Background: an optimization exercise with open tools, aiming at small area, a short achievable clock period and few clock cycles per item. Do not read the settings as production practice.
No functional check of the RTL was part of any run shown here.

[design/flow/design.v]
module qg_spread_quant (
    input  wire         clk,
    input  wire         rst,
    input  wire         in_valid,
    output wire         in_ready,
    input  wire         in_first,    
    input  wire         in_blank,    
    input  wire         in_dots,     
    input  wire         in_grey3,    
    input  wire [16:0]  in_share,    
    input  wire [15:0]  in_gain,     
    input  wire [2:0]   in_lev,      
    input  wire [127:0] in_vol,      
    output reg          out_valid,
    output reg  [2:0]   out_lev,
    output reg          out_clip
);
    assign in_ready = 1'b1;
    reg         s1_valid;
    reg         s1_first, s1_blank, s1_dots, s1_grey3;
    reg [16:0]  s1_share;
    reg [15:0]  s1_gain;
    reg [2:0]   s1_lev;
    reg [111:0] s1_vol;
    always @(posedge clk) begin
        s1_valid <= in_valid && !rst;
        s1_first <= in_first;
        s1_blank <= in_blank;
        s1_dots  <= in_dots;
        s1_grey3 <= in_grey3;
        s1_share <= in_share;
        s1_gain  <= in_dots ? 16'h4000 : in_gain;
        s1_lev   <= in_lev;
        s1_vol   <= in_vol[127:16];
    end
    wire [16:0] pp [0:16];
    genvar gi;
    generate
        for (gi = 0; gi < 17; gi = gi + 1) begin : g_pp
            assign pp[gi] = {1'b0, s1_gain & {16{s1_share[gi]}}};
        end
    endgenerate
    wire [32:0] mul_a, mul_b;
    wire s1 = pp[0][13] ^ pp[1][12] ^ pp[2][11];
    wire c2 = (pp[0][13] & pp[1][12]) | (pp[0][13] & pp[2][11]) | (pp[1][12] & pp[2][11]);
    wire s3 = pp[0][14] ^ pp[1][13] ^ pp[2][12];
    wire c4 = (pp[0][14] & pp[1][13]) | (pp[0][14] & pp[2][12]) | (pp[1][13] & pp[2][12]);
    wire s5 = pp[3][11] ^ pp[4][10];
    wire c6 = pp[3][11] & pp[4][10];
    wire s7 = pp[0][15] ^ pp[1][14] ^ pp[2][13];
    wire c8 = (pp[0][15] & pp[1][14]) | (pp[0][15] & pp[2][13]) | (pp[1][14] & pp[2][13]);
    wire s9 = pp[3][12] ^ pp[4][11] ^ pp[5][10];
    wire c10 = (pp[3][12] & pp[4][11]) | (pp[3][12] & pp[5][10]) | (pp[4][11] & pp[5][10]);
    wire s11 = pp[6][9] ^ pp[7][8];
    wire c12 = pp[6][9] & pp[7][8];
    wire s13 = pp[1][15] ^ pp[2][14] ^ pp[3][13];
    wire c14 = (pp[1][15] & pp[2][14]) | (pp[1][15] & pp[3][13]) | (pp[2][14] & pp[3][13]);
    wire s15 = pp[4][12] ^ pp[5][11] ^ pp[6][10];
    wire c16 = (pp[4][12] & pp[5][11]) | (pp[4][12] & pp[6][10]) | (pp[5][11] & pp[6][10]);
    wire s17 = pp[7][9] ^ pp[8][8] ^ pp[9][7];
    wire c18 = (pp[7][9] & pp[8][8]) | (pp[7][9] & pp[9][7]) | (pp[8][8] & pp[9][7]);
    wire s19 = pp[2][15] ^ pp[3][14] ^ pp[4][13];
    wire c20 = (pp[2][15] & pp[3][14]) | (pp[2][15] & pp[4][13]) | (pp[3][14] & pp[4][13]);
    wire s21 = pp[5][12] ^ pp[6][11] ^ pp[7][10];
    wire c22 = (pp[5][12] & pp[6][11]) | (pp[5][12] & pp[7][10]) | (pp[6][11] & pp[7][10]);
    wire s23 = pp[8][9] ^ pp[9][8];
    wire c24 = pp[8][9] & pp[9][8];
    wire s25 = pp[3][15] ^ pp[4][14] ^ pp[5][13];
    wire c26 = (pp[3][15] & pp[4][14]) | (pp[3][15] & pp[5][13]) | (pp[4][14] & pp[5][13]);
    wire s27 = pp[6][12] ^ pp[7][11] ^ pp[8][10];
    wire c28 = (pp[6][12] & pp[7][11]) | (pp[6][12] & pp[8][10]) | (pp[7][11] & pp[8][10]);
    wire s29 = pp[4][15] ^ pp[5][14] ^ pp[6][13];
    wire c30 = (pp[4][15] & pp[5][14]) | (pp[4][15] & pp[6][13]) | (pp[5][14] & pp[6][13]);
    wire s31 = pp[0][9] ^ pp[1][8];
    wire c32 = pp[0][9] & pp[1][8];
    wire s33 = pp[0][10] ^ pp[1][9] ^ pp[2][8];
    wire c34 = (pp[0][10] & pp[1][9]) | (pp[0][10] & pp[2][8]) | (pp[1][9] & pp[2][8]);
    wire s35 = pp[3][7] ^ pp[4][6];
    wire c36 = pp[3][7] & pp[4][6];
    wire s37 = pp[0][11] ^ pp[1][10] ^ pp[2][9];
    wire c38 = (pp[0][11] & pp[1][10]) | (pp[0][11] & pp[2][9]) | (pp[1][10] & pp[2][9]);
    wire s39 = pp[3][8] ^ pp[4][7] ^ pp[5][6];
    wire c40 = (pp[3][8] & pp[4][7]) | (pp[3][8] & pp[5][6]) | (pp[4][7] & pp[5][6]);
    wire s41 = pp[6][5] ^ pp[7][4];
    wire c42 = pp[6][5] & pp[7][4];
    wire s43 = pp[0][12] ^ pp[1][11] ^ pp[2][10];
    wire c44 = (pp[0][12] & pp[1][11]) | (pp[0][12] & pp[2][10]) | (pp[1][11] & pp[2][10]);
    wire s45 = pp[3][9] ^ pp[4][8] ^ pp[5][7];
    wire c46 = (pp[3][9] & pp[4][8]) | (pp[3][9] & pp[5][7]) | (pp[4][8] & pp[5][7]);
    wire s47 = pp[6][6] ^ pp[7][5] ^ pp[8][4];
    wire c48 = (pp[6][6] & pp[7][5]) | (pp[6][6] & pp[8][4]) | (pp[7][5] & pp[8][4]);
    wire s49 = pp[9][3] ^ pp[10][2];
    wire c50 = pp[9][3] & pp[10][2];
    wire s51 = s1 ^ pp[3][10] ^ pp[4][9];
    wire c52 = (s1 & pp[3][10]) | (s1 & pp[4][9]) | (pp[3][10] & pp[4][9]);
    wire s53 = pp[5][8] ^ pp[6][7] ^ pp[7][6];
    wire c54 = (pp[5][8] & pp[6][7]) | (pp[5][8] & pp[7][6]) | (pp[6][7] & pp[7][6]);
    wire s55 = pp[8][5] ^ pp[9][4] ^ pp[10][3];
    wire c56 = (pp[8][5] & pp[9][4]) | (pp[8][5] & pp[10][3]) | (pp[9][4] & pp[10][3]);
    wire s57 = pp[11][2] ^ pp[12][1] ^ pp[13][0];
    wire c58 = (pp[11][2] & pp[12][1]) | (pp[11][2] & pp[13][0]) | (pp[12][1] & pp[13][0]);
    wire s59 = c2 ^ s3 ^ s5;
    wire c60 = (c2 & s3) | (c2 & s5) | (s3 & s5);
    wire s61 = pp[5][9] ^ pp[6][8] ^ pp[7][7];
    wire c62 = (pp[5][9] & pp[6][8]) | (pp[5][9] & pp[7][7]) | (pp[6][8] & pp[7][7]);
    wire s63 = pp[8][6] ^ pp[9][5] ^ pp[10][4];
    wire c64 = (pp[8][6] & pp[9][5]) | (pp[8][6] & pp[10][4]) | (pp[9][5] & pp[10][4]);
    wire s65 = pp[11][3] ^ pp[12][2] ^ pp[13][1];
    wire c66 = (pp[11][3] & pp[12][2]) | (pp[11][3] & pp[13][1]) | (pp[12][2] & pp[13][1]);
    wire s67 = c4 ^ c6 ^ s7;
    wire c68 = (c4 & c6) | (c4 & s7) | (c6 & s7);
    wire s69 = s9 ^ s11 ^ pp[8][7];
    wire c70 = (s9 & s11) | (s9 & pp[8][7]) | (s11 & pp[8][7]);
    wire s71 = pp[9][6] ^ pp[10][5] ^ pp[11][4];
    wire c72 = (pp[9][6] & pp[10][5]) | (pp[9][6] & pp[11][4]) | (pp[10][5] & pp[11][4]);
    wire s73 = pp[12][3] ^ pp[13][2] ^ pp[14][1];
    wire c74 = (pp[12][3] & pp[13][2]) | (pp[12][3] & pp[14][1]) | (pp[13][2] & pp[14][1]);
    wire s75 = c8 ^ c10 ^ c12;
    wire c76 = (c8 & c10) | (c8 & c12) | (c10 & c12);
    wire s77 = s13 ^ s15 ^ s17;
    wire c78 = (s13 & s15) | (s13 & s17) | (s15 & s17);
    wire s79 = pp[10][6] ^ pp[11][5] ^ pp[12][4];
    wire c80 = (pp[10][6] & pp[11][5]) | (pp[10][6] & pp[12][4]) | (pp[11][5] & pp[12][4]);
    wire s81 = pp[13][3] ^ pp[14][2] ^ pp[15][1];
    wire c82 = (pp[13][3] & pp[14][2]) | (pp[13][3] & pp[15][1]) | (pp[14][2] & pp[15][1]);
    wire s83 = c14 ^ c16 ^ c18;
    wire c84 = (c14 & c16) | (c14 & c18) | (c16 & c18);
    wire s85 = s19 ^ s21 ^ s23;
    wire c86 = (s19 & s21) | (s19 & s23) | (s21 & s23);
    wire s87 = pp[10][7] ^ pp[11][6] ^ pp[12][5];
    wire c88 = (pp[10][7] & pp[11][6]) | (pp[10][7] & pp[12][5]) | (pp[11][6] & pp[12][5]);
    wire s89 = pp[13][4] ^ pp[14][3] ^ pp[15][2];
    wire c90 = (pp[13][4] & pp[14][3]) | (pp[13][4] & pp[15][2]) | (pp[14][3] & pp[15][2]);
    wire s91 = c20 ^ c22 ^ c24;
    wire c92 = (c20 & c22) | (c20 & c24) | (c22 & c24);
    wire s93 = s25 ^ s27 ^ pp[9][9];
    wire c94 = (s25 & s27) | (s25 & pp[9][9]) | (s27 & pp[9][9]);
    wire s95 = pp[10][8] ^ pp[11][7] ^ pp[12][6];
    wire c96 = (pp[10][8] & pp[11][7]) | (pp[10][8] & pp[12][6]) | (pp[11][7] & pp[12][6]);
    wire s97 = pp[13][5] ^ pp[14][4] ^ pp[15][3];
    wire c98 = (pp[13][5] & pp[14][4]) | (pp[13][5] & pp[15][3]) | (pp[14][4] & pp[15][3]);
    wire s99 = c26 ^ c28 ^ s29;
    wire c100 = (c26 & c28) | (c26 & s29) | (c28 & s29);
    wire s101 = pp[7][12] ^ pp[8][11] ^ pp[9][10];
    wire c102 = (pp[7][12] & pp[8][11]) | (pp[7][12] & pp[9][10]) | (pp[8][11] & pp[9][10]);
    wire s103 = pp[10][9] ^ pp[11][8] ^ pp[12][7];
    wire c104 = (pp[10][9] & pp[11][8]) | (pp[10][9] & pp[12][7]) | (pp[11][8] & pp[12][7]);
    wire s105 = pp[13][6] ^ pp[14][5] ^ pp[15][4];
    wire c106 = (pp[13][6] & pp[14][5]) | (pp[13][6] & pp[15][4]) | (pp[14][5] & pp[15][4]);
    wire s107 = c30 ^ pp[5][15] ^ pp[6][14];
    wire c108 = (c30 & pp[5][15]) | (c30 & pp[6][14]) | (pp[5][15] & pp[6][14]);
    wire s109 = pp[7][13] ^ pp[8][12] ^ pp[9][11];
    wire c110 = (pp[7][13] & pp[8][12]) | (pp[7][13] & pp[9][11]) | (pp[8][12] & pp[9][11]);
    wire s111 = pp[10][10] ^ pp[11][9] ^ pp[12][8];
    wire c112 = (pp[10][10] & pp[11][9]) | (pp[10][10] & pp[12][8]) | (pp[11][9] & pp[12][8]);
    wire s113 = pp[13][7] ^ pp[14][6] ^ pp[15][5];
    wire c114 = (pp[13][7] & pp[14][6]) | (pp[13][7] & pp[15][5]) | (pp[14][6] & pp[15][5]);
    wire s115 = pp[6][15] ^ pp[7][14] ^ pp[8][13];
    wire c116 = (pp[6][15] & pp[7][14]) | (pp[6][15] & pp[8][13]) | (pp[7][14] & pp[8][13]);
    wire s117 = pp[9][12] ^ pp[10][11] ^ pp[11][10];
    wire c118 = (pp[9][12] & pp[10][11]) | (pp[9][12] & pp[11][10]) | (pp[10][11] & pp[11][10]);
    wire s119 = pp[12][9] ^ pp[13][8] ^ pp[14][7];
    wire c120 = (pp[12][9] & pp[13][8]) | (pp[12][9] & pp[14][7]) | (pp[13][8] & pp[14][7]);
    wire s121 = pp[7][15] ^ pp[8][14] ^ pp[9][13];
    wire c122 = (pp[7][15] & pp[8][14]) | (pp[7][15] & pp[9][13]) | (pp[8][14] & pp[9][13]);
    wire s123 = pp[10][12] ^ pp[11][11] ^ pp[12][10];
    wire c124 = (pp[10][12] & pp[11][11]) | (pp[10][12] & pp[12][10]) | (pp[11][11] & pp[12][10]);
    wire s125 = pp[8][15] ^ pp[9][14] ^ pp[10][13];
    wire c126 = (pp[8][15] & pp[9][14]) | (pp[8][15] & pp[10][13]) | (pp[9][14] & pp[10][13]);
    wire s127 = pp[0][6] ^ pp[1][5];
    wire c128 = pp[0][6] & pp[1][5];
    wire s129 = pp[0][7] ^ pp[1][6] ^ pp[2][5];
    wire c130 = (pp[0][7] & pp[1][6]) | (pp[0][7] & pp[2][5]) | (pp[1][6] & pp[2][5]);
    wire s131 = pp[3][4] ^ pp[4][3];
    wire c132 = pp[3][4] & pp[4][3];
    wire s133 = pp[0][8] ^ pp[1][7] ^ pp[2][6];
    wire c134 = (pp[0][8] & pp[1][7]) | (pp[0][8] & pp[2][6]) | (pp[1][7] & pp[2][6]);
    wire s135 = pp[3][5] ^ pp[4][4] ^ pp[5][3];
    wire c136 = (pp[3][5] & pp[4][4]) | (pp[3][5] & pp[5][3]) | (pp[4][4] & pp[5][3]);
    wire s137 = pp[6][2] ^ pp[7][1];
    wire c138 = pp[6][2] & pp[7][1];
    wire s139 = s31 ^ pp[2][7] ^ pp[3][6];
    wire c140 = (s31 & pp[2][7]) | (s31 & pp[3][6]) | (pp[2][7] & pp[3][6]);
    wire s141 = pp[4][5] ^ pp[5][4] ^ pp[6][3];
    wire c142 = (pp[4][5] & pp[5][4]) | (pp[4][5] & pp[6][3]) | (pp[5][4] & pp[6][3]);
    wire s143 = pp[7][2] ^ pp[8][1] ^ pp[9][0];
    wire c144 = (pp[7][2] & pp[8][1]) | (pp[7][2] & pp[9][0]) | (pp[8][1] & pp[9][0]);
    wire s145 = c32 ^ s33 ^ s35;
    wire c146 = (c32 & s33) | (c32 & s35) | (s33 & s35);
    wire s147 = pp[5][5] ^ pp[6][4] ^ pp[7][3];
    wire c148 = (pp[5][5] & pp[6][4]) | (pp[5][5] & pp[7][3]) | (pp[6][4] & pp[7][3]);
    wire s149 = pp[8][2] ^ pp[9][1] ^ pp[10][0];
    wire c150 = (pp[8][2] & pp[9][1]) | (pp[8][2] & pp[10][0]) | (pp[9][1] & pp[10][0]);
    wire s151 = c34 ^ c36 ^ s37;
    wire c152 = (c34 & c36) | (c34 & s37) | (c36 & s37);
    wire s153 = s39 ^ s41 ^ pp[8][3];
    wire c154 = (s39 & s41) | (s39 & pp[8][3]) | (s41 & pp[8][3]);
    wire s155 = pp[9][2] ^ pp[10][1] ^ pp[11][0];
    wire c156 = (pp[9][2] & pp[10][1]) | (pp[9][2] & pp[11][0]) | (pp[10][1] & pp[11][0]);
    wire s157 = c38 ^ c40 ^ c42;
    wire c158 = (c38 & c40) | (c38 & c42) | (c40 & c42);
    wire s159 = s43 ^ s45 ^ s47;
    wire c160 = (s43 & s45) | (s43 & s47) | (s45 & s47);
    wire s161 = s49 ^ pp[11][1] ^ pp[12][0];
    wire c162 = (s49 & pp[11][1]) | (s49 & pp[12][0]) | (pp[11][1] & pp[12][0]);
    wire s163 = c44 ^ c46 ^ c48;
    wire c164 = (c44 & c46) | (c44 & c48) | (c46 & c48);
    wire s165 = c50 ^ s51 ^ s53;
    wire c166 = (c50 & s51) | (c50 & s53) | (s51 & s53);
    wire s167 = s55 ^ s57 ^ 1'b1;
    wire c168 = (s55 & s57) | (s55 & 1'b1) | (s57 & 1'b1);
    wire s169 = c52 ^ c54 ^ c56;
    wire c170 = (c52 & c54) | (c52 & c56) | (c54 & c56);
    wire s171 = c58 ^ s59 ^ s61;
    wire c172 = (c58 & s59) | (c58 & s61) | (s59 & s61);
    wire s173 = s63 ^ s65 ^ pp[14][0];
    wire c174 = (s63 & s65) | (s63 & pp[14][0]) | (s65 & pp[14][0]);
    wire s175 = c60 ^ c62 ^ c64;
    wire c176 = (c60 & c62) | (c60 & c64) | (c62 & c64);
    wire s177 = c66 ^ s67 ^ s69;
    wire c178 = (c66 & s67) | (c66 & s69) | (s67 & s69);
    wire s179 = s71 ^ s73 ^ pp[15][0];
    wire c180 = (s71 & s73) | (s71 & pp[15][0]) | (s73 & pp[15][0]);
    wire s181 = c68 ^ c70 ^ c72;
    wire c182 = (c68 & c70) | (c68 & c72) | (c70 & c72);
    wire s183 = c74 ^ s75 ^ s77;
    wire c184 = (c74 & s75) | (c74 & s77) | (s75 & s77);
    wire s185 = s79 ^ s81 ^ pp[16][0];
    wire c186 = (s79 & s81) | (s79 & pp[16][0]) | (s81 & pp[16][0]);
    wire s187 = c76 ^ c78 ^ c80;
    wire c188 = (c76 & c78) | (c76 & c80) | (c78 & c80);
    wire s189 = c82 ^ s83 ^ s85;
    wire c190 = (c82 & s83) | (c82 & s85) | (s83 & s85);
    wire s191 = s87 ^ s89 ^ pp[16][1];
    wire c192 = (s87 & s89) | (s87 & pp[16][1]) | (s89 & pp[16][1]);
    wire s193 = c84 ^ c86 ^ c88;
    wire c194 = (c84 & c86) | (c84 & c88) | (c86 & c88);
    wire s195 = c90 ^ s91 ^ s93;
    wire c196 = (c90 & s91) | (c90 & s93) | (s91 & s93);
    wire s197 = s95 ^ s97 ^ pp[16][2];
    wire c198 = (s95 & s97) | (s95 & pp[16][2]) | (s97 & pp[16][2]);
    wire s199 = c92 ^ c94 ^ c96;
    wire c200 = (c92 & c94) | (c92 & c96) | (c94 & c96);
    wire s201 = c98 ^ s99 ^ s101;
    wire c202 = (c98 & s99) | (c98 & s101) | (s99 & s101);
    wire s203 = s103 ^ s105 ^ pp[16][3];
    wire c204 = (s103 & s105) | (s103 & pp[16][3]) | (s105 & pp[16][3]);
    wire s205 = c100 ^ c102 ^ c104;
    wire c206 = (c100 & c102) | (c100 & c104) | (c102 & c104);
    wire s207 = c106 ^ s107 ^ s109;
    wire c208 = (c106 & s107) | (c106 & s109) | (s107 & s109);
    wire s209 = s111 ^ s113 ^ pp[16][4];
    wire c210 = (s111 & s113) | (s111 & pp[16][4]) | (s113 & pp[16][4]);
    wire s211 = c108 ^ c110 ^ c112;
    wire c212 = (c108 & c110) | (c108 & c112) | (c110 & c112);
    wire s213 = c114 ^ s115 ^ s117;
    wire c214 = (c114 & s115) | (c114 & s117) | (s115 & s117);
    wire s215 = s119 ^ pp[15][6] ^ pp[16][5];
    wire c216 = (s119 & pp[15][6]) | (s119 & pp[16][5]) | (pp[15][6] & pp[16][5]);
    wire s217 = c116 ^ c118 ^ c120;
    wire c218 = (c116 & c118) | (c116 & c120) | (c118 & c120);
    wire s219 = s121 ^ s123 ^ pp[13][9];
    wire c220 = (s121 & s123) | (s121 & pp[13][9]) | (s123 & pp[13][9]);
    wire s221 = pp[14][8] ^ pp[15][7] ^ pp[16][6];
    wire c222 = (pp[14][8] & pp[15][7]) | (pp[14][8] & pp[16][6]) | (pp[15][7] & pp[16][6]);
    wire s223 = c122 ^ c124 ^ s125;
    wire c224 = (c122 & c124) | (c122 & s125) | (c124 & s125);
    wire s225 = pp[11][12] ^ pp[12][11] ^ pp[13][10];
    wire c226 = (pp[11][12] & pp[12][11]) | (pp[11][12] & pp[13][10]) | (pp[12][11] & pp[13][10]);
    wire s227 = pp[14][9] ^ pp[15][8] ^ pp[16][7];
    wire c228 = (pp[14][9] & pp[15][8]) | (pp[14][9] & pp[16][7]) | (pp[15][8] & pp[16][7]);
    wire s229 = c126 ^ pp[9][15] ^ pp[10][14];
    wire c230 = (c126 & pp[9][15]) | (c126 & pp[10][14]) | (pp[9][15] & pp[10][14]);
    wire s231 = pp[11][13] ^ pp[12][12] ^ pp[13][11];
    wire c232 = (pp[11][13] & pp[12][12]) | (pp[11][13] & pp[13][11]) | (pp[12][12] & pp[13][11]);
    wire s233 = pp[14][10] ^ pp[15][9] ^ pp[16][8];
    wire c234 = (pp[14][10] & pp[15][9]) | (pp[14][10] & pp[16][8]) | (pp[15][9] & pp[16][8]);
    wire s235 = pp[10][15] ^ pp[11][14] ^ pp[12][13];
    wire c236 = (pp[10][15] & pp[11][14]) | (pp[10][15] & pp[12][13]) | (pp[11][14] & pp[12][13]);
    wire s237 = pp[13][12] ^ pp[14][11] ^ pp[15][10];
    wire c238 = (pp[13][12] & pp[14][11]) | (pp[13][12] & pp[15][10]) | (pp[14][11] & pp[15][10]);
    wire s239 = pp[11][15] ^ pp[12][14] ^ pp[13][13];
    wire c240 = (pp[11][15] & pp[12][14]) | (pp[11][15] & pp[13][13]) | (pp[12][14] & pp[13][13]);
    wire s241 = pp[0][4] ^ pp[1][3];
    wire c242 = pp[0][4] & pp[1][3];
    wire s243 = pp[0][5] ^ pp[1][4] ^ pp[2][3];
    wire c244 = (pp[0][5] & pp[1][4]) | (pp[0][5] & pp[2][3]) | (pp[1][4] & pp[2][3]);
    wire s245 = pp[3][2] ^ pp[4][1];
    wire c246 = pp[3][2] & pp[4][1];
    wire s247 = s127 ^ pp[2][4] ^ pp[3][3];
    wire c248 = (s127 & pp[2][4]) | (s127 & pp[3][3]) | (pp[2][4] & pp[3][3]);
    wire s249 = pp[4][2] ^ pp[5][1] ^ pp[6][0];
    wire c250 = (pp[4][2] & pp[5][1]) | (pp[4][2] & pp[6][0]) | (pp[5][1] & pp[6][0]);
    wire s251 = c128 ^ s129 ^ s131;
    wire c252 = (c128 & s129) | (c128 & s131) | (s129 & s131);
    wire s253 = pp[5][2] ^ pp[6][1] ^ pp[7][0];
    wire c254 = (pp[5][2] & pp[6][1]) | (pp[5][2] & pp[7][0]) | (pp[6][1] & pp[7][0]);
    wire s255 = c130 ^ c132 ^ s133;
    wire c256 = (c130 & c132) | (c130 & s133) | (c132 & s133);
    wire s257 = s135 ^ s137 ^ pp[8][0];
    wire c258 = (s135 & s137) | (s135 & pp[8][0]) | (s137 & pp[8][0]);
    wire s259 = c134 ^ c136 ^ c138;
    wire c260 = (c134 & c136) | (c134 & c138) | (c136 & c138);
    wire s261 = s139 ^ s141 ^ s143;
    wire c262 = (s139 & s141) | (s139 & s143) | (s141 & s143);
    wire s263 = c140 ^ c142 ^ c144;
    wire c264 = (c140 & c142) | (c140 & c144) | (c142 & c144);
    wire s265 = s145 ^ s147 ^ s149;
    wire c266 = (s145 & s147) | (s145 & s149) | (s147 & s149);
    wire s267 = c146 ^ c148 ^ c150;
    wire c268 = (c146 & c148) | (c146 & c150) | (c148 & c150);
    wire s269 = s151 ^ s153 ^ s155;
    wire c270 = (s151 & s153) | (s151 & s155) | (s153 & s155);
    wire s271 = c152 ^ c154 ^ c156;
    wire c272 = (c152 & c154) | (c152 & c156) | (c154 & c156);
    wire s273 = s157 ^ s159 ^ s161;
    wire c274 = (s157 & s159) | (s157 & s161) | (s159 & s161);
    wire s275 = c158 ^ c160 ^ c162;
    wire c276 = (c158 & c160) | (c158 & c162) | (c160 & c162);
    wire s277 = s163 ^ s165 ^ s167;
    wire c278 = (s163 & s165) | (s163 & s167) | (s165 & s167);
    wire s279 = c164 ^ c166 ^ c168;
    wire c280 = (c164 & c166) | (c164 & c168) | (c166 & c168);
    wire s281 = s169 ^ s171 ^ s173;
    wire c282 = (s169 & s171) | (s169 & s173) | (s171 & s173);
    wire s283 = c170 ^ c172 ^ c174;
    wire c284 = (c170 & c172) | (c170 & c174) | (c172 & c174);
    wire s285 = s175 ^ s177 ^ s179;
    wire c286 = (s175 & s177) | (s175 & s179) | (s177 & s179);
    wire s287 = c176 ^ c178 ^ c180;
    wire c288 = (c176 & c178) | (c176 & c180) | (c178 & c180);
    wire s289 = s181 ^ s183 ^ s185;
    wire c290 = (s181 & s183) | (s181 & s185) | (s183 & s185);
    wire s291 = c182 ^ c184 ^ c186;
    wire c292 = (c182 & c184) | (c182 & c186) | (c184 & c186);
    wire s293 = s187 ^ s189 ^ s191;
    wire c294 = (s187 & s189) | (s187 & s191) | (s189 & s191);
    wire s295 = c188 ^ c190 ^ c192;
    wire c296 = (c188 & c190) | (c188 & c192) | (c190 & c192);
    wire s297 = s193 ^ s195 ^ s197;
    wire c298 = (s193 & s195) | (s193 & s197) | (s195 & s197);
    wire s299 = c194 ^ c196 ^ c198;
    wire c300 = (c194 & c196) | (c194 & c198) | (c196 & c198);
    wire s301 = s199 ^ s201 ^ s203;
    wire c302 = (s199 & s201) | (s199 & s203) | (s201 & s203);
    wire s303 = c200 ^ c202 ^ c204;
    wire c304 = (c200 & c202) | (c200 & c204) | (c202 & c204);
    wire s305 = s205 ^ s207 ^ s209;
    wire c306 = (s205 & s207) | (s205 & s209) | (s207 & s209);
    wire s307 = c206 ^ c208 ^ c210;
    wire c308 = (c206 & c208) | (c206 & c210) | (c208 & c210);
    wire s309 = s211 ^ s213 ^ s215;
    wire c310 = (s211 & s213) | (s211 & s215) | (s213 & s215);
    wire s311 = c212 ^ c214 ^ c216;
    wire c312 = (c212 & c214) | (c212 & c216) | (c214 & c216);
    wire s313 = s217 ^ s219 ^ s221;
    wire c314 = (s217 & s219) | (s217 & s221) | (s219 & s221);
    wire s315 = c218 ^ c220 ^ c222;
    wire c316 = (c218 & c220) | (c218 & c222) | (c220 & c222);
    wire s317 = s223 ^ s225 ^ s227;
    wire c318 = (s223 & s225) | (s223 & s227) | (s225 & s227);
    wire s319 = c224 ^ c226 ^ c228;
    wire c320 = (c224 & c226) | (c224 & c228) | (c226 & c228);
    wire s321 = s229 ^ s231 ^ s233;
    wire c322 = (s229 & s231) | (s229 & s233) | (s231 & s233);
    wire s323 = c230 ^ c232 ^ c234;
    wire c324 = (c230 & c232) | (c230 & c234) | (c232 & c234);
    wire s325 = s235 ^ s237 ^ pp[16][9];
    wire c326 = (s235 & s237) | (s235 & pp[16][9]) | (s237 & pp[16][9]);
    wire s327 = c236 ^ c238 ^ s239;
    wire c328 = (c236 & c238) | (c236 & s239) | (c238 & s239);
    wire s329 = pp[14][12] ^ pp[15][11] ^ pp[16][10];
    wire c330 = (pp[14][12] & pp[15][11]) | (pp[14][12] & pp[16][10]) | (pp[15][11] & pp[16][10]);
    wire s331 = c240 ^ pp[12][15] ^ pp[13][14];
    wire c332 = (c240 & pp[12][15]) | (c240 & pp[13][14]) | (pp[12][15] & pp[13][14]);
    wire s333 = pp[14][13] ^ pp[15][12] ^ pp[16][11];
    wire c334 = (pp[14][13] & pp[15][12]) | (pp[14][13] & pp[16][11]) | (pp[15][12] & pp[16][11]);
    wire s335 = pp[13][15] ^ pp[14][14] ^ pp[15][13];
    wire c336 = (pp[13][15] & pp[14][14]) | (pp[13][15] & pp[15][13]) | (pp[14][14] & pp[15][13]);
    wire s337 = pp[0][3] ^ pp[1][2];
    wire c338 = pp[0][3] & pp[1][2];
    wire s339 = s241 ^ pp[2][2] ^ pp[3][1];
    wire c340 = (s241 & pp[2][2]) | (s241 & pp[3][1]) | (pp[2][2] & pp[3][1]);
    wire s341 = c242 ^ s243 ^ s245;
    wire c342 = (c242 & s243) | (c242 & s245) | (s243 & s245);
    wire s343 = c244 ^ c246 ^ s247;
    wire c344 = (c244 & c246) | (c244 & s247) | (c246 & s247);
    wire s345 = c248 ^ c250 ^ s251;
    wire c346 = (c248 & c250) | (c248 & s251) | (c250 & s251);
    wire s347 = c252 ^ c254 ^ s255;
    wire c348 = (c252 & c254) | (c252 & s255) | (c254 & s255);
    wire s349 = c256 ^ c258 ^ s259;
    wire c350 = (c256 & c258) | (c256 & s259) | (c258 & s259);
    wire s351 = c260 ^ c262 ^ s263;
    wire c352 = (c260 & c262) | (c260 & s263) | (c262 & s263);
    wire s353 = c264 ^ c266 ^ s267;
    wire c354 = (c264 & c266) | (c264 & s267) | (c266 & s267);
    wire s355 = c268 ^ c270 ^ s271;
    wire c356 = (c268 & c270) | (c268 & s271) | (c270 & s271);
    wire s357 = c272 ^ c274 ^ s275;
    wire c358 = (c272 & c274) | (c272 & s275) | (c274 & s275);
    wire s359 = c276 ^ c278 ^ s279;
    wire c360 = (c276 & c278) | (c276 & s279) | (c278 & s279);
    wire s361 = c280 ^ c282 ^ s283;
    wire c362 = (c280 & c282) | (c280 & s283) | (c282 & s283);
    wire s363 = c284 ^ c286 ^ s287;
    wire c364 = (c284 & c286) | (c284 & s287) | (c286 & s287);
    wire s365 = c288 ^ c290 ^ s291;
    wire c366 = (c288 & c290) | (c288 & s291) | (c290 & s291);
    wire s367 = c292 ^ c294 ^ s295;
    wire c368 = (c292 & c294) | (c292 & s295) | (c294 & s295);
    wire s369 = c296 ^ c298 ^ s299;
    wire c370 = (c296 & c298) | (c296 & s299) | (c298 & s299);
    wire s371 = c300 ^ c302 ^ s303;
    wire c372 = (c300 & c302) | (c300 & s303) | (c302 & s303);
    wire s373 = c304 ^ c306 ^ s307;
    wire c374 = (c304 & c306) | (c304 & s307) | (c306 & s307);
    wire s375 = c308 ^ c310 ^ s311;
    wire c376 = (c308 & c310) | (c308 & s311) | (c310 & s311);
    wire s377 = c312 ^ c314 ^ s315;
    wire c378 = (c312 & c314) | (c312 & s315) | (c314 & s315);
    wire s379 = c316 ^ c318 ^ s319;
    wire c380 = (c316 & c318) | (c316 & s319) | (c318 & s319);
    wire s381 = c320 ^ c322 ^ s323;
    wire c382 = (c320 & c322) | (c320 & s323) | (c322 & s323);
    wire s383 = c324 ^ c326 ^ s327;
    wire c384 = (c324 & c326) | (c324 & s327) | (c326 & s327);
    wire s385 = c328 ^ c330 ^ s331;
    wire c386 = (c328 & c330) | (c328 & s331) | (c330 & s331);
    wire s387 = c332 ^ c334 ^ s335;
    wire c388 = (c332 & c334) | (c332 & s335) | (c334 & s335);
    wire s389 = c336 ^ pp[14][15] ^ pp[15][14];
    wire c390 = (c336 & pp[14][15]) | (c336 & pp[15][14]) | (pp[14][15] & pp[15][14]);
    wire s391 = pp[0][2] ^ pp[1][1];
    wire c392 = pp[0][2] & pp[1][1];
    wire s393 = s337 ^ pp[2][1] ^ pp[3][0];
    wire c394 = (s337 & pp[2][1]) | (s337 & pp[3][0]) | (pp[2][1] & pp[3][0]);
    wire s395 = c338 ^ s339 ^ pp[4][0];
    wire c396 = (c338 & s339) | (c338 & pp[4][0]) | (s339 & pp[4][0]);
    wire s397 = c340 ^ s341 ^ pp[5][0];
    wire c398 = (c340 & s341) | (c340 & pp[5][0]) | (s341 & pp[5][0]);
    wire s399 = c342 ^ s343 ^ s249;
    wire c400 = (c342 & s343) | (c342 & s249) | (s343 & s249);
    wire s401 = c344 ^ s345 ^ s253;
    wire c402 = (c344 & s345) | (c344 & s253) | (s345 & s253);
    wire s403 = c346 ^ s347 ^ s257;
    wire c404 = (c346 & s347) | (c346 & s257) | (s347 & s257);
    wire s405 = c348 ^ s349 ^ s261;
    wire c406 = (c348 & s349) | (c348 & s261) | (s349 & s261);
    wire s407 = c350 ^ s351 ^ s265;
    wire c408 = (c350 & s351) | (c350 & s265) | (s351 & s265);
    wire s409 = c352 ^ s353 ^ s269;
    wire c410 = (c352 & s353) | (c352 & s269) | (s353 & s269);
    wire s411 = c354 ^ s355 ^ s273;
    wire c412 = (c354 & s355) | (c354 & s273) | (s355 & s273);
    wire s413 = c356 ^ s357 ^ s277;
    wire c414 = (c356 & s357) | (c356 & s277) | (s357 & s277);
    wire s415 = c358 ^ s359 ^ s281;
    wire c416 = (c358 & s359) | (c358 & s281) | (s359 & s281);
    wire s417 = c360 ^ s361 ^ s285;
    wire c418 = (c360 & s361) | (c360 & s285) | (s361 & s285);
    wire s419 = c362 ^ s363 ^ s289;
    wire c420 = (c362 & s363) | (c362 & s289) | (s363 & s289);
    wire s421 = c364 ^ s365 ^ s293;
    wire c422 = (c364 & s365) | (c364 & s293) | (s365 & s293);
    wire s423 = c366 ^ s367 ^ s297;
    wire c424 = (c366 & s367) | (c366 & s297) | (s367 & s297);
    wire s425 = c368 ^ s369 ^ s301;
    wire c426 = (c368 & s369) | (c368 & s301) | (s369 & s301);
    wire s427 = c370 ^ s371 ^ s305;
    wire c428 = (c370 & s371) | (c370 & s305) | (s371 & s305);
    wire s429 = c372 ^ s373 ^ s309;
    wire c430 = (c372 & s373) | (c372 & s309) | (s373 & s309);
    wire s431 = c374 ^ s375 ^ s313;
    wire c432 = (c374 & s375) | (c374 & s313) | (s375 & s313);
    wire s433 = c376 ^ s377 ^ s317;
    wire c434 = (c376 & s377) | (c376 & s317) | (s377 & s317);
    wire s435 = c378 ^ s379 ^ s321;
    wire c436 = (c378 & s379) | (c378 & s321) | (s379 & s321);
    wire s437 = c380 ^ s381 ^ s325;
    wire c438 = (c380 & s381) | (c380 & s325) | (s381 & s325);
    wire s439 = c382 ^ s383 ^ s329;
    wire c440 = (c382 & s383) | (c382 & s329) | (s383 & s329);
    wire s441 = c384 ^ s385 ^ s333;
    wire c442 = (c384 & s385) | (c384 & s333) | (s385 & s333);
    wire s443 = c386 ^ s387 ^ pp[16][12];
    wire c444 = (c386 & s387) | (c386 & pp[16][12]) | (s387 & pp[16][12]);
    wire s445 = c388 ^ s389 ^ pp[16][13];
    wire c446 = (c388 & s389) | (c388 & pp[16][13]) | (s389 & pp[16][13]);
    wire s447 = c390 ^ pp[15][15] ^ pp[16][14];
    wire c448 = (c390 & pp[15][15]) | (c390 & pp[16][14]) | (pp[15][15] & pp[16][14]);
    assign mul_a = {1'b0, c448, c446, c444, c442, c440, c438, c436, c434, c432, c430, c428, c426, c424, c422, c420, c418, c416, c414, c412, c410, c408, c406, c404, c402, c400, c398, c396, c394, c392, s391, pp[0][1], pp[0][0]};
    assign mul_b = {1'b0, pp[16][15], s447, s445, s443, s441, s439, s437, s435, s433, s431, s429, s427, s425, s423, s421, s419, s417, s415, s413, s411, s409, s407, s405, s403, s401, s399, s397, s395, s393, pp[2][0], pp[1][0], 1'b0};
    wire [32:0] prod = mul_a + mul_b;             
    wire        sat  = !s1_dots && (|prod[32:30]);
    wire [16:0] a    = sat ? 17'h0ffff : prod[30:14];
    wire [15:0] v1 [0:7];
    assign v1[0] = 16'd0;
    generate
        for (gi = 1; gi < 8; gi = gi + 1) begin : g_v1
            assign v1[gi] = s1_vol[16*gi-16 +: 16];
        end
    endgenerate
    wire [15:0] own_vol = v1[s1_lev];
    wire [17:0] base    = own_vol + a;
    reg         s2_valid;
    reg         s2_blank, s2_grey3;
    reg [17:0]  s2_base;
    reg [111:0] s2_vol;
    always @(posedge clk) begin
        s2_valid <= s1_valid && !rst;
        s2_blank <= s1_blank;
        s2_grey3 <= s1_grey3;
        s2_base  <= base;
        s2_vol   <= s1_vol;
    end
    wire [15:0] v [0:8];
    assign v[0] = 16'd0;
    assign v[8] = 16'd0;
    generate
        for (gi = 1; gi < 8; gi = gi + 1) begin : g_v2
            assign v[gi] = s2_vol[16*gi-16 +: 16];
        end
    endgenerate
    reg  [18:0] c_want;
    reg  [15:0] c_vol;
    wire [18:0] w_x = {1'b0, s2_base};
    wire [18:0] w_y = c_want;
    wire [18:0] w_z = {3'b111, ~c_vol};
    wire [18:0] w_s = w_x ^ w_y ^ w_z;
    wire [18:0] w_c = (w_x & w_y) | (w_x & w_z) | (w_y & w_z);
    wire [18:0] want = w_s + {w_c[17:0], 1'b1};
    wire        neg  = want[18];
    wire        big  = !neg && (|want[17:16]);
    wire [8:0] below;
    assign below[0] = 1'b1;
    assign below[8] = 1'b0;
    generate
        for (gi = 1; gi < 8; gi = gi + 1) begin : g_below
            assign below[gi] = (gi < 4 || s2_grey3) && !neg && (big || want[15:0] > v[gi]);
        end
    endgenerate
    wire clip = s2_grey3 ? below[7] : below[3];
    wire [7:0] at_m;
    wire [2:0] canon [0:7];
    assign canon[0] = 3'd0;
    generate
        for (gi = 0; gi < 8; gi = gi + 1) begin : g_m
            assign at_m[gi] = below[gi] && !below[gi+1];
            if (gi > 0) begin : g_c
                assign canon[gi] = (v[gi] == v[gi-1]) ? canon[gi-1] : gi;
            end
        end
    endgenerate
    reg [15:0] v_lo, v_hi;
    reg [2:0]  lev_lo;
    integer l;
    always @(*) begin
        v_lo = 16'd0; v_hi = 16'd0; lev_lo = 3'd0;
        for (l = 0; l < 8; l = l + 1) begin
            v_lo   = v_lo   | ({16{at_m[l]}} & v[l]);
            v_hi   = v_hi   | ({16{at_m[l]}} & v[l+1]);
            lev_lo = lev_lo | ({3{at_m[l]}} & canon[l]);
        end
    end
    wire [2:0] lev_hi = {at_m[6] | at_m[5] | at_m[4] | at_m[3],
                         at_m[6] | at_m[5] | at_m[2] | at_m[1],
                         at_m[6] | at_m[4] | at_m[2] | at_m[0]};
    wire [18:0] up_x = {want[17:0], 1'b0};
    wire [18:0] up_y = {3'b111, ~v_lo};
    wire [18:0] up_z = {3'b111, ~v_hi};
    wire [18:0] up_s = up_x ^ up_y ^ up_z;
    wire [18:0] up_c = (up_x & up_y) | (up_x & up_z) | (up_y & up_z);
    wire [18:0] up_t = up_s + {up_c[17:0], 1'b1};
    wire        up   = !clip && !neg && !up_t[18];
    wire [2:0]  best  = up ? lev_hi : lev_lo;
    wire [15:0] v_sel = up ? v_hi : v_lo;
    wire        zero  = clip || neg;
    always @(posedge clk) begin
        out_valid <= s2_valid && !rst;
        if (s1_valid && s1_first) begin
            c_want <= 19'd0;
            c_vol  <= 16'd0;
        end else if (s2_valid && !s2_blank) begin
            c_want <= zero ? 19'd0 : want;
            c_vol  <= zero ? 16'd0 : v_sel;
        end
        if (s2_valid) begin
            out_lev  <= s2_blank ? 3'd0 : best;
            out_clip <= !s2_blank && clip;
        end
    end
endmodule
[design/flow/run.sh]
#!/bin/bash
# synth_recipe.tcl (not shown) runs the flow's synth.tcl, then flattens the netlist and writes it again
# the make line also repeats each setting of config.mk as NAME=value (left out here)
make -C /OpenROAD-flow-scripts/flow DESIGN_CONFIG=/design/flow/config.mk WORK_HOME=/design/flow/orfs CLKGATE_MAP_FILE= SYNTH_SCRIPT=/design/flow/synth_recipe.tcl finish
[design/flow/config.mk]
export PLATFORM = sky130hd
export DESIGN_NAME = qg_spread_quant
export DESIGN_NICKNAME = qg_spread_quant
export VERILOG_FILES = /design/flow/design.v
export SDC_FILE = /design/flow/constraint.sdc
export NUM_CORES = 4
export LEC_CHECK = 0
export ABC_AREA = 1
export CAP_MARGIN = 20
export CORE_MARGIN = 2
export CORE_UTILIZATION = 40
export PLACE_DENSITY = 0.6
export SLEW_MARGIN = 20
[design/flow/constraint.sdc]
create_clock -name core_clock -period 36.0 [get_ports {clk}]
set_input_delay 7.2000 -clock core_clock [delete_from_list [all_inputs] [get_ports {clk}]]
set_output_delay 7.2000 -clock core_clock [all_outputs]
set_load 0.01 [all_outputs]
==> results.txt, run 1 <==
Worst Hold Slack 0.331 ns; Seq/Total Area, Yosys between 20 and 25%; met2 wire length approximately 40000 um; Crit-path slowest cell nor2_2; Synthesized Nets 4175; hold depth 0; Remaining DRCs 0; die area a little under 70000 um2; top_reg_cell synth dfxtp_1; Data arrival, critical path 10.25 ns; Yosys Warn Count 1; Layout area overhead 14.4%; Max Clock Skew 0.0332 ns; Root Driver clkbuf_16; fmax roughly 100 MHz; nets@finish 4288; Max Cap Viol 0; crit path launch type flip-flop; RSZ-0062 raised after global routing no; CP most frequent cell nand2_1; Crit Path Max Fanout 24; fin. max-slew vios 0; top sig layer met4; commonest cells after routing, fill and taps aside nand2_1, inv_1, dfxtp_1; DRT Pass-1 Iters 5; Met1 Routed Length 35800 um; Post-synth EDFFs 4; Largest stage delay, worst path about 0.62 ns; most common cell after layout, fill and taps aside nand2_1; gr ovfl total 0; Mean Syn Cell Area 7.46 um2; Die Y 261 um; R2R depth 42; wire per inst 18.9 um; Post-DRT Antenna Nets 0; DR vias 23000; routed wl met3 6750 um; setup TNS 0 ns; Post-synth ARST share 0%; clock buffer depth 3; vias in the first global route 22800; global-route wire length before repair 132000 um; final worst-path cycle share ~27%; cts hold-fix bufs 0; Synth Cell Area 26500 um2; final WL 86200 um; antenna violations before repair 9; WP data required 36.36 ns; initial DRC count 1860; fraction of layout cells with a size suffix above 1 under 10%; DPL Wire Length 69400 um; Mapped Cells 3553; largest net degree at the start of global routing 36; Worst Hold Class reg2reg; Worst-path clk slew 0.06 ns; Num CTS Buffers 40; final setup fails 0; clock latency (worst-skew pair) 0.57 ns; Total GRT Usage between 20% and 30%; CP Capture Type flip-flop; # rows 94; Final min period 9.89 ns; Least-Margin Pin Slew 1.06 ns; Core Area 65600 um2; Fill cells 6660; CTS sink cnt 326; cts repair resizes 0; via density per instance 5.05; H-tree levels 2; Yosys reg bits 326; initial core utilization around two fifths; Post-CTS Setup Repair Bufs 0; IO Port Bufs between 150 and 200; critical path type reg2reg; unique cell type count in the Yosys netlist between 50 and 60; Relative slew margins between 20% and 30%; outcome no timing/DRC/antenna violations; num ports 177; Die W 261 um; CTS tree built; RePlAce Congestion 0.965; Hold Vio Cnt, Final 0
## stage by stage
step	worst slack [ns]	cell area, um2	std cells	util (%)
after floorplan	28.36	26500	3553	-
after global placement	26.30	28900	4487	44.0
after detailed placement	26.41	28900	4487	44.0
after CTS	26.37	30300	4559	46.2
after global routing	25.55	30300	4562	46.2
final	26.11	30300	4563	46.2
## registers in the layout, summed over array words and instances, names as in the netlist, 3 cells and up
name,flops
c_vol,16
c_want,19
out_lev,3
s1_gain,16
s1_lev,3
s1_share,17
s1_vol,112
s2_base,18
s2_vol,112
## kinds of logic after synthesis
| group | after synthesis | share of synthesized area (%) |
|---|---|---|
| AND/OR/NAND/NOR | 1422 | 23.2 |
| flip-flops | 326 | 24.8 |
| buffers and inverters | 932 | 13.7 |
| AO/OA/AOI/OAI | 327 | 7.12 |
| adder cells (fa/ha/maj) | 451 | 28.1 |
| other | 1 | 0.0141 |
| XOR/XNOR | 94 | 3.11 |
## routing by layer
layer / up-vias / global-route usage [%]
li1: 11200 / -
met1: 10800 / 32.0
met2: 885 / 43.4
met3: 160 / 4.93
met4: 0 / 9.31
met5: - / 0
## synthesized netlist by cell type (50+ instances only)
| cell | count | area [um2] |
|---|---|---|
| nand4_1 | 81 | 507 |
| nand2_1 | 817 | 3070 |
| fa_1 | 242 | 4840 |
| inv_1 | 802 | 3010 |
| clkbuf_1 | 79 | 297 |
| nand3_1 | 181 | 906 |
| dfxtp_1 | 322 | 6450 |
| ha_1 | 209 | 2620 |
| o21ai_0 | 59 | 295 |
| xor2_1 | 50 | 438 |
| nor2_1 | 225 | 845 |
| a21oi_1 | 169 | 846 |
## worst paths after layout
check,from,end,slack (ns)
min,s1_blank,s2_blank,0.33
max,s2_base[0],out_lev[2],26.11
max reg2reg,s2_base[0],out_lev[2],26.11
min reg2reg,s1_blank,s2_blank,0.33
## worst max-delay path: cells and delay by family, from the launching register on
family                   cells  cell delay (ns)
AO/OA/AOI/OAI                4             0.98
XOR/XNOR                     1             0.34
adder cells (fa/ha/maj)      5             2.30
AND/OR/NAND/NOR             27             4.60
flip-flops                   1             0.48
buffers and inverters        5             0.95
## area by class of cell
class                      count  area [um2]  share of cell area, %
antenna                        3        7.51                 0.0247
clock buffer                  47        1100                   3.62
clock inverter                25         327                   1.08
inverter                     813        3050                   10.1
multi-input combinational   2295       16400                   53.9
sequential                   326        6570                   21.6
tap                          864        1080                   3.56
timing repair buffer         190        1840                   6.08
==> run 2: changes to the inputs <==
--- a/design/flow/design.v
+++ b/design/flow/design.v
@@ -505,9 +505,10 @@
     wire [17:0] base    = own_vol + a;
     reg         s2_valid;
-    reg         s2_blank, s2_grey3;
+    reg         s2_first, s2_blank, s2_grey3;
     reg [17:0]  s2_base;
     reg [111:0] s2_vol;
     always @(posedge clk) begin
         s2_valid <= s1_valid && !rst;
+        s2_first <= s1_first;
         s2_blank <= s1_blank;
         s2_grey3 <= s1_grey3;
@@ -523,14 +524,19 @@
         end
     endgenerate
-    reg  [18:0] c_want;
-    reg  [15:0] c_vol;
-    wire [18:0] w_x = {1'b0, s2_base};
-    wire [18:0] w_y = c_want;
-    wire [18:0] w_z = {3'b111, ~c_vol};
-    wire [18:0] w_s = w_x ^ w_y ^ w_z;
-    wire [18:0] w_c = (w_x & w_y) | (w_x & w_z) | (w_y & w_z);
-    wire [18:0] want = w_s + {w_c[17:0], 1'b1};
-    wire        neg  = want[18];
-    wire        big  = !neg && (|want[17:16]);
+    reg  [15:0] err_q;
+    wire [15:0] err_in = s2_first ? 16'd0 : err_q;
+    wire [18:0] want   = {1'b0, s2_base} + {{3{err_in[15]}}, err_in};
+    wire        neg    = want[18];
+    wire        big    = !neg && (|want[17:16]);
+    function gt16(input [15:0] x, input [15:0] y);
+        integer k;
+        reg c;
+        begin
+            c = 1'b0;
+            for (k = 0; k < 16; k = k + 1)
+                c = (x[k] & ~y[k]) | (x[k] & c) | (~y[k] & c);
+            gt16 = c;
+        end
+    endfunction
     wire [8:0] below;
     assign below[0] = 1'b1;
@@ -538,5 +544,5 @@
     generate
         for (gi = 1; gi < 8; gi = gi + 1) begin : g_below
-            assign below[gi] = (gi < 4 || s2_grey3) && !neg && (big || want[15:0] > v[gi]);
+            assign below[gi] = (gi < 4 || s2_grey3) && !neg && (big || gt16(want[15:0], v[gi]));
         end
     endgenerate
@@ -567,26 +573,34 @@
                          at_m[6] | at_m[5] | at_m[2] | at_m[1],
                          at_m[6] | at_m[4] | at_m[2] | at_m[0]};
-    wire [18:0] up_x = {want[17:0], 1'b0};
-    wire [18:0] up_y = {3'b111, ~v_lo};
-    wire [18:0] up_z = {3'b111, ~v_hi};
-    wire [18:0] up_s = up_x ^ up_y ^ up_z;
-    wire [18:0] up_c = (up_x & up_y) | (up_x & up_z) | (up_y & up_z);
-    wire [18:0] up_t = up_s + {up_c[17:0], 1'b1};
-    wire        up   = !clip && !neg && !up_t[18];
-    wire [2:0]  best  = up ? lev_hi : lev_lo;
-    wire [15:0] v_sel = up ? v_hi : v_lo;
-    wire        zero  = clip || neg;
+    wire [15:0] d_lo = want[15:0] - v_lo;
+    wire [15:0] d_hi = want[15:0] - v_hi;
+    reg  [18:0] cs_s, cs_c;
+    reg         upc, ux, uy;
+    integer     k;
+    always @(*) begin
+        for (k = 0; k < 19; k = k + 1) begin
+            ux = (k == 0) ? 1'b0 : want[k-1];
+            uy = (k < 16) ? ~v_lo[k] : 1'b1;
+            upc = (k < 16) ? ~v_hi[k] : 1'b1;
+            cs_s[k] = ux ^ uy ^ upc;
+            cs_c[k] = (ux & uy) | (ux & upc) | (uy & upc);
+        end
+    end
+    wire [18:0] cs_sum = cs_s + {cs_c[17:0], 1'b1};
+    wire        up     = !clip && !neg && !cs_sum[18];
+    wire [2:0]  best    = up ? lev_hi : lev_lo;
+    wire [15:0] err_new = (clip || neg) ? 16'd0 : (up ? d_hi : d_lo);
     always @(posedge clk) begin
         out_valid <= s2_valid && !rst;
-        if (s1_valid && s1_first) begin
-            c_want <= 19'd0;
-            c_vol  <= 16'd0;
-        end else if (s2_valid && !s2_blank) begin
-            c_want <= zero ? 19'd0 : want;
-            c_vol  <= zero ? 16'd0 : v_sel;
-        end
         if (s2_valid) begin
-            out_lev  <= s2_blank ? 3'd0 : best;
-            out_clip <= !s2_blank && clip;
+            if (s2_blank) begin
+                err_q    <= err_in;
+                out_lev  <= 3'd0;
+                out_clip <= 1'b0;
+            end else begin
+                err_q    <= err_new;
+                out_lev  <= best;
+                out_clip <= clip;
+            end
         end
     end
==> run 2 against run 1 <==
Still clean on timing, DRC and antenna. First-iteration DRC count fell by 7.4%. Clock skew about the same. Clock-buffer cell count up 2. Sequential share of layout area grew 1.2 points. Non-clock buffer count is 7 lower. Critical path type unchanged.
==> results.txt, run 2 <==
Seq/Total Area, Yosys 26.3% (+1.6 points); Post-DRT Antenna Nets 0 (unchanged); final instance area 27900 um2 (-8.1%); Simple-Gate Fraction of Synth Area 20.7% (-2.5 points); Post-synth ARST share 0% (unchanged); fin. max-slew vios 0 (unchanged); Worst-path clk slew 0.06 ns (about the same); top_reg_cell synth dfxtp_1; cts hold-fix bufs 0 (unchanged); most common cell after layout, fill and taps aside nand2_1; Placed Area 26500 um2 (-8.3%); Core Area 60000 um2 (-8.5%); Die Y 250 um (-4.4%); Final min period 12.42 ns (+2.53 ns); via density per instance 5.06 (+0.20%); Hold Vio Cnt, Final 0 (unchanged); Hold Crit Start s1_first; Yosys top cell area share 23.8% (-0.48 points); Post-synth EDFFs 20 (+16); most common cell in the netlist nand2_1; largest net degree at the start of global routing 29 (-19%); antenna violations before repair 2 (-7); clock buffer depth 3 (unchanged); Num CTS Buffers 38 (-5.0%); final setup fails 0 (unchanged); clock latency (worst-skew pair) 0.59 ns (+0.02 ns); Die W 250 um (-4.4%); Crit Path Max Fanout 25 (+4.2%); Area contributors post-synth dfxtp_1, fa_1, nand2_1, inv_1, ha_1; Largest stage delay, worst path 0.75 ns (+0.13 ns); commonest cells after routing, fill and taps aside nand2_1, inv_1, dfxtp_1; Relative slew margins 23.2% (-5.5 points); outcome no timing/DRC/antenna violations; DRT Pass-1 Iters 6 (+1); worst r2r src s2_first; Total GRT Usage 25.6% (+0.14 points); complex-gate fraction of the synthesized area 10.6% (+3.5 points); fraction of layout cells with a size suffix above 1 5.24% (+0.93 points); flop2flop setup slack 23.58 ns (-2.53 ns); DR vias 21000 (-9.0%); final worst-path cycle share 34.5% (+7.0 points); Max Cap Viol 0 (unchanged); Synth Cell Area 24200 um2 (-8.8%); num ports 177 (unchanged); final WL 78800 um (-8.5%); Commonest cells post-synth nand2_1, inv_1, dfxtp_1; H-tree levels 2 (unchanged); Yosys reg bits 308 (-5.5%); Root Driver clkbuf_16; RSZ-0062 raised after global routing no; adder-cell share of the synthesized area 24.5% (-3.6 points); Yosys Warn Count 1 (unchanged); ant diodes 0 (-3); gr ovfl total 0 (unchanged); Top Registers s1_vol (112), s2_vol (112), s2_base (18); setup TNS 0 ns (unchanged); fmax 80.5 MHz (-20%); Least-Margin Pin Slew 1.15 ns (+0.0896 ns); CP Capture Type flip-flop; Mapped Cells 3223 (-9.3%); CTS sink cnt 308 (-5.5%); largest area contributor in the netlist dfxtp_1; global-route wire length before repair 122000 um (-7.3%); cts repair resizes 0 (unchanged); DPL Wire Length 61600 um (-11%); Max Clock Skew 0.0336 ns (+0.000473 ns); Data arrival, critical path 12.75 ns (+2.50 ns); CTS tree built; combinational family with the most area after synthesis adder cells; nets@finish 3841 (-10%); Mean Syn Cell Area 7.50 um2 (+0.57%); initial core utilization 40.3% (-0.099 points); crit path from s2_first; Worst Hold Class reg2reg; initial DRC count 1723 (-7.4%); die area 62400 um2 (-8.6%); Crit-path slowest cell dfxtp_1; # rows 90 (-4.3%); IO Port Bufs 159 (unchanged); Synthesized Nets 3733 (-11%); WP data required 36.33 ns (-0.03 ns); critical path type reg2reg; fin util 46.4% (+0.23 points); mux contribution to synthesized area 0.290% (+0.29 points); wire per inst 19.0 um (+0.75%); Remaining DRCs 0 (unchanged); crit path launch type flip-flop; unique cell type count in the Yosys netlist 71 (+37%); RePlAce Congestion 0.991 (+2.7%); Post-CTS Setup Repair Bufs 0 (unchanged); post-synthesis xor/xnor area fraction 3.47% (+0.37 points); CP most frequent cell nand2_1; Layout area overhead 15.3%; vias in the first global route 21100 (-7.3%)
-- run 2: cell types whose count changed in the layout (fill, tap and decap cells not counted), moves of 18 or more --
cell,previous run,this run
a21oi_1,169,111
nand3_1,181,89
fa_1,242,224
nor2_1,225,119
dfxtp_1,322,288
nand4_1,81,48
ha_1,209,115
inv_1,802,751
o22ai_1,2,87
-- run 2: worst paths after layout --
check,endpoint,cells past startpoint
min reg2reg,s2_first,0
max reg2reg,err_q[15],77
max,err_q[15],77
min,s2_first,0
-- run 2: final cells by class --
class / count / area, um2
flip-flops and latches: 308 / 6370
well taps: 782 / 978
clock inverters: 21 / 340
clock buffers: 49 / 1070
multi-input cells: 2021 / 14400
fillers: 5991 / 32100
repair buffers: 183 / 1770
inverters: 779 / 2930
-- run 2: per-layer routing --
metal / track usage, % / wire (um)
met5: 0 / 11
met4: 8.07 / 2510
met3: 5.23 / 6650
met2: 41.7 / 35700
met1: 34.0 / 33900
-- run 2: kinds of logic after synthesis --
family,after synthesis
and+or+nand+nor,1186
buffers and inverters,894
AOI/OAI and AO/OA,393
adders and majority gates,339
DFF,308
xor gates and xnor gates,95
muxes,7
other,1
-- run 2: metrics by stage --
step	setup WS (ns)	hold WS [ns]	instances
2_1_floorplan	26.51	0.310	3223
4_1_cts	23.58	0.328	4143
3_3_place_gp	23.64	0.312	4073
6_report	23.58	0.326	4143
5_1_grt	22.25	0.335	4143
3_5_place_dp	23.66	0.318	4073
-- run 2: critical path, delay by kind of cell, from the launching register on --
kind | cells | cell delay, ns
xor+xnor | 3 | 0.52
flops | 1 | 0.75
compound gates | 16 | 2.85
fa+ha+maj | 5 | 2.14
simple gates | 45 | 4.33
buf+inv | 8 | 1.60

re-timing with driven ports:
How much do the figures lean on ideal ports? The routed layouts below were timed once more, with nothing changed but the port constraints. Step 1 assumes that a clkbuf_16 drives the clock port and a buf_2 every other input. Step 2 moves the port delays by t, midway between the first and last clock arrival at a register: inputs arrive t later, outputs are due t later. That takes back most of the time a late clock gives input paths. Three values: no drivers, after step 1, after step 2; two values: the first two.
run	t, ns	slack for setup (ns)	hold WS [ns]	clock arrival spread, ns	worst slew at a driven data input, ns
run 1	0.610	26.112 / 26.112 / 26.112	0.331 / 0.331 / 0.331	0.036 / 0.036	0.09
run 2	0.639	23.580 / 23.580 / 23.580	0.326 / 0.326 / 0.326	0.037 / 0.037	0.05
After both steps setup and hold are still met in every run listed.
